This design comes from an exercise in tuning for small area, a short achievable clock period and few clock cycles on the open sky130 flow, not from production work.
At most, simulation tests tie the RTL to the original design; equivalence was not proved.
No activity file was given, so power comes from the tool's default toggle rates.

Design loop_slot, start of the top module:
module loop_slot (
    input             clk,
    input             rst,           
    input             start,
    input      [12:0] start_pc,
    input      [9:0]  sig_base,
    input      [8:0]  act_base,
    input      [127:0] params,       
    input             clear,         
    output            ready,
    output     [12:0] imem_addr,
    input      [31:0] imem_rdata,
    output     [9:0]  sig_addr,
    input      [15:0] sig_rdata,
    output reg        wr_valid,
    output reg        wr_prof,       
    output reg [8:0]  wr_addr,
    output reg [31:0] wr_data,
    output reg        done,
    output            st_sat,
    output            st_clp,
    output            st_raised,
    output            st_fe_active,
    output            st_fe_seen,
    output     [15:0] cyc_last
);
Settings: LEC_CHECK=0, CAP_MARGIN=20, CORE_MARGIN=2, CORE_UTILIZATION=40, SLEW_MARGIN=20; clock period 18.0 ns.
standard.sh (not shown) runs the stock make flow with config.mk's settings and CLKGATE_MAP_FILE= SYNTH_SCRIPT=/design/flow/synth_recipe.tcl, a recipe that flattens the netlist after the stock synthesis.
==> flow/flow/run.sh <==
#!/bin/bash
# Standard synthesis and layout; timing repair aims for more setup slack than the
# constraint needs, so that the layout reaches a shorter period.
set -euo pipefail
bash standard.sh synth > synth.log 2>&1
bash standard.sh SETUP_SLACK_MARGIN=12.4 finish > layout.log 2>&1
Testbench counts at the start, summed over its fixed seeds: cycles 159,414.
Edit:
--- a/flow/flow/run.sh
+++ b/flow/flow/run.sh
@@ -5,2 +5,2 @@
 bash standard.sh synth > synth.log 2>&1
-bash standard.sh SETUP_SLACK_MARGIN=12.4 finish > layout.log 2>&1
+bash standard.sh SETUP_SLACK_MARGIN=12 finish > layout.log 2>&1
The changed run finished clean.
Setup slack gets worse by 0.11 ns.
Synthesized cell count stays the same.
Critical path depth drops by 6.
Die area stays the same.

## the previous run
loop_slot, a different RTL version from the one above (not shown whole).
For scale: roughly 7,200 cells after synthesis, roughly 300 I/O pins, about 65,000 sq um of cells after synthesis.
==> flow/design.v (excerpt) <==
module loop_slot (
    input             clk,
    input             rst,           
    input             start,
    input      [12:0] start_pc,
    input      [9:0]  sig_base,
    input      [8:0]  act_base,
    input      [127:0] params,       
    input             clear,         
    output            ready,
    output     [12:0] imem_addr,
    input      [31:0] imem_rdata,
    output     [9:0]  sig_addr,
    input      [15:0] sig_rdata,
    output reg        wr_valid,
    output reg        wr_prof,       
    output reg [8:0]  wr_addr,
    output reg [31:0] wr_data,
    output reg        done,
    output            st_sat,
    output            st_clp,
    output            st_raised,
    output            st_fe_active,
    output            st_fe_seen,
    output     [15:0] cyc_last
);
==> flow/config.mk <==
export PLATFORM = sky130hd
export DESIGN_NAME = loop_slot
export DESIGN_NICKNAME = loop_slot
export VERILOG_FILES = /design/flow/design.v
export SDC_FILE = /design/flow/constraint.sdc
export NUM_CORES = 4
export LEC_CHECK = 0
export CAP_MARGIN = 20
export CORE_MARGIN = 2
export CORE_UTILIZATION = 40
export SLEW_MARGIN = 20
==> flow/constraint.sdc <==
create_clock -name core_clock -period 18.0 [get_ports {clk}]
set_input_delay 3.6000 -clock core_clock [delete_from_list [all_inputs] [get_ports {clk}]]
set_output_delay 3.6000 -clock core_clock [all_outputs]
set_load 0.01 [all_outputs]
run.sh (not shown) runs the stock make flow with config.mk's settings and CLKGATE_MAP_FILE= SYNTH_SCRIPT=/design/flow/synth_recipe.tcl, a recipe that flattens the netlist after the stock synthesis.
Stock flow here: none of the scripts above is used.
Input changes introduced in the current run (baseline for comparison: the previous run):
Settings: setting SETUP_SLACK_MARGIN to 5 for the first time; setting ABC_CLOCK_PERIOD_IN_PS to 4500 for the first time.
Findings:
Comparing the previous run against the current run, there is no change at all in portion of the layout cell area used by non-clock buffers. The current run vs. the previous run: routed wire length was more or less identical, mux cell area share after synthesis essentially unchanged, register-to-register slack level. Clock buffer count delta (the current run -> the previous run): insignificant. Number of nets in the synthesized netlist across the previous run and the current run: no real change. Looking at the previous run and the current run, the global router's overall resource usage is a wash. Changes observed in the current run relative to the previous run: relative area change from synthesis to final layout did not really move, fmax did not really move, data arrival time of the critical path did not really move, overall overflow remaining after global route did not really move.
Function was not checked in any run of this note: the RTL went through the layout flow alone.

Another version of the RTL of loop_slot (not shown whole).
For scale: ~6600 cells after synthesis.
export LEC_CHECK = 0
export CAP_MARGIN = 20
export CORE_MARGIN = 2
export CORE_UTILIZATION = 40
export SLEW_MARGIN = 20
create_clock -name core_clock -period 18.0 [get_ports {clk}]
Testbench counts at the start, summed over its fixed seeds: cycles 159,414.
Rerun with:
==> flow/flow/run.sh (new file) <==
#!/bin/bash
# Standard synthesis and layout; timing repair aims for more setup slack than the
# constraint needs, so that the layout reaches a shorter period.
set -euo pipefail
bash standard.sh synth > synth.log 2>&1
bash standard.sh SETUP_SLACK_MARGIN=12 finish > layout.log 2>&1
==> flow/standard.sh (new file) <==
#!/bin/bash
# synth_recipe.tcl (not shown) runs the flow's synth.tcl, then flattens the netlist and writes it again
# the make line also repeats each setting of config.mk as NAME=value (left out here)
make -C /OpenROAD-flow-scripts/flow DESIGN_CONFIG=/design/flow/config.mk WORK_HOME=/design/flow/orfs CLKGATE_MAP_FILE= SYNTH_SCRIPT=/design/flow/synth_recipe.tcl "${@:-finish}"
removed: flow/run.sh
Effect: The changed run completed with no timing, DRC or antenna violations. Die area is unchanged. Count of clock-buffer cells in the layout falls by 7. Clock power fell by about 3%. Routed wire length grows by 9.0%. Sequential power is about the same. Cell area goes up by 11%. Global-route usage went up by 2.6 points. First-iteration DRC count went up by 3.7%. Power goes up by about 7%. Worst hold slack is better by 0.010 ns. Register-to-register slack improved by 3.1 ns.

lane 1:
Another version of the RTL of loop_slot (not shown whole).
Size in the first run: ~7200 cells after synthesis, roughly 870 flip-flops, about 300 I/O pins, roughly 63000 um2 of cells after synthesis.
clock: 18.0 ns
lec_check: 0
cap_margin: 20
core_margin: 2
core_utilization: 40
slew_margin: 20
tns_end_percent: 10
standard.sh (not shown) runs the stock make flow with config.mk's settings and CLKGATE_MAP_FILE= SYNTH_SCRIPT=/design/flow/synth_recipe.tcl, a recipe that flattens the netlist after the stock synthesis.
==> flow/flow/run.sh <==
#!/bin/bash
# Standard synthesis and layout; timing repair aims for more setup slack than the
# constraint needs, so that the layout reaches a shorter period.
set -euo pipefail
bash standard.sh synth > synth.log 2>&1
bash standard.sh SETUP_SLACK_MARGIN=12 finish > layout.log 2>&1
The final layout from lane 1, which completed every stage, passed the timing, DRC and antenna checks at the end of the flow.
Testbench counts of lane 1, summed over its fixed seeds: cycles 159,414.
The following lists how lane 2 was set up differently from lane 1:
diff --git a/flow/config.mk b/flow/config.mk
--- a/flow/config.mk
+++ b/flow/config.mk
@@ -12 +11,0 @@
-export TNS_END_PERCENT = 10
### Flow results
- Lane 2 ended with less setup clock skew after layout than lane 1.
- Measured against each other, lane 2 and lane 1 differ in met3 track demand over resource, the lower figure coming from lane 1.
- Lane 2 vs lane 1: global router's overall resource usage up in lane 2
- Going from lane 1 to lane 2, the worst setup slack was found to have gone up by 300 ps.
- Lane 2 and lane 1 ended up with nearly the same met2 wirelength from detailed routing.
- | met1 usage in global routing | higher: lane 2 |
- Reported for lane 2 and lane 1, number of nets produced by synthesis turned out identical to the last digit.
- Lane 1 has a higher area of the multi-input gates than lane 2.
- Fmax: lane 2 higher than lane 1

## re-timing with driven ports
No port has a modelled driver above. Below, the same layouts with a new extraction and two added sets of constraints. Step 1 sets driving cells, clkbuf_16 on the clock port and buf_2 on the other inputs (assumed; they add their load-dependent delay and slew). Step 2 moves the port delays by t, midway between the first and last clock arrival at a register: inputs arrive t later, outputs are due t later. That takes back most of the time a late clock gives input paths. Slacks: ideal / step 1 / step 2; pairs: ideal / step 1.
run | t (ns) | slack for setup (ns) | worst setup path after step 2 | cell pins on the clock port's net
the first run of note 1 | 0.840 | 11.875 / 11.875 / 11.317 | input to register | 1
the second run of note 1 | 0.852 | 11.768 / 11.768 / 11.234 | input to register | 1
the previous run | 0.829 | 8.686 / 8.686 / 8.686 | register to register | 1
the current run | 0.829 | 8.686 / 8.686 / 8.686 | register to register | 1
the first run of note 3 | 0.845 | 8.336 / 8.336 / 8.336 | register to register | 1
the second run of note 3 | 0.855 | 11.427 / 11.427 / 11.058 | input to register | 1
lane 1 | 0.871 | 11.665 / 11.665 / 11.025 | input to register | 1
lane 2 | 0.848 | 11.967 / 11.967 / 11.254 | input to register | 1
After both steps every run listed still meets setup and hold. The setup slack of lane 2, which loses most, moves by 0.000 ns with the drivers and by -0.713 ns with both steps.
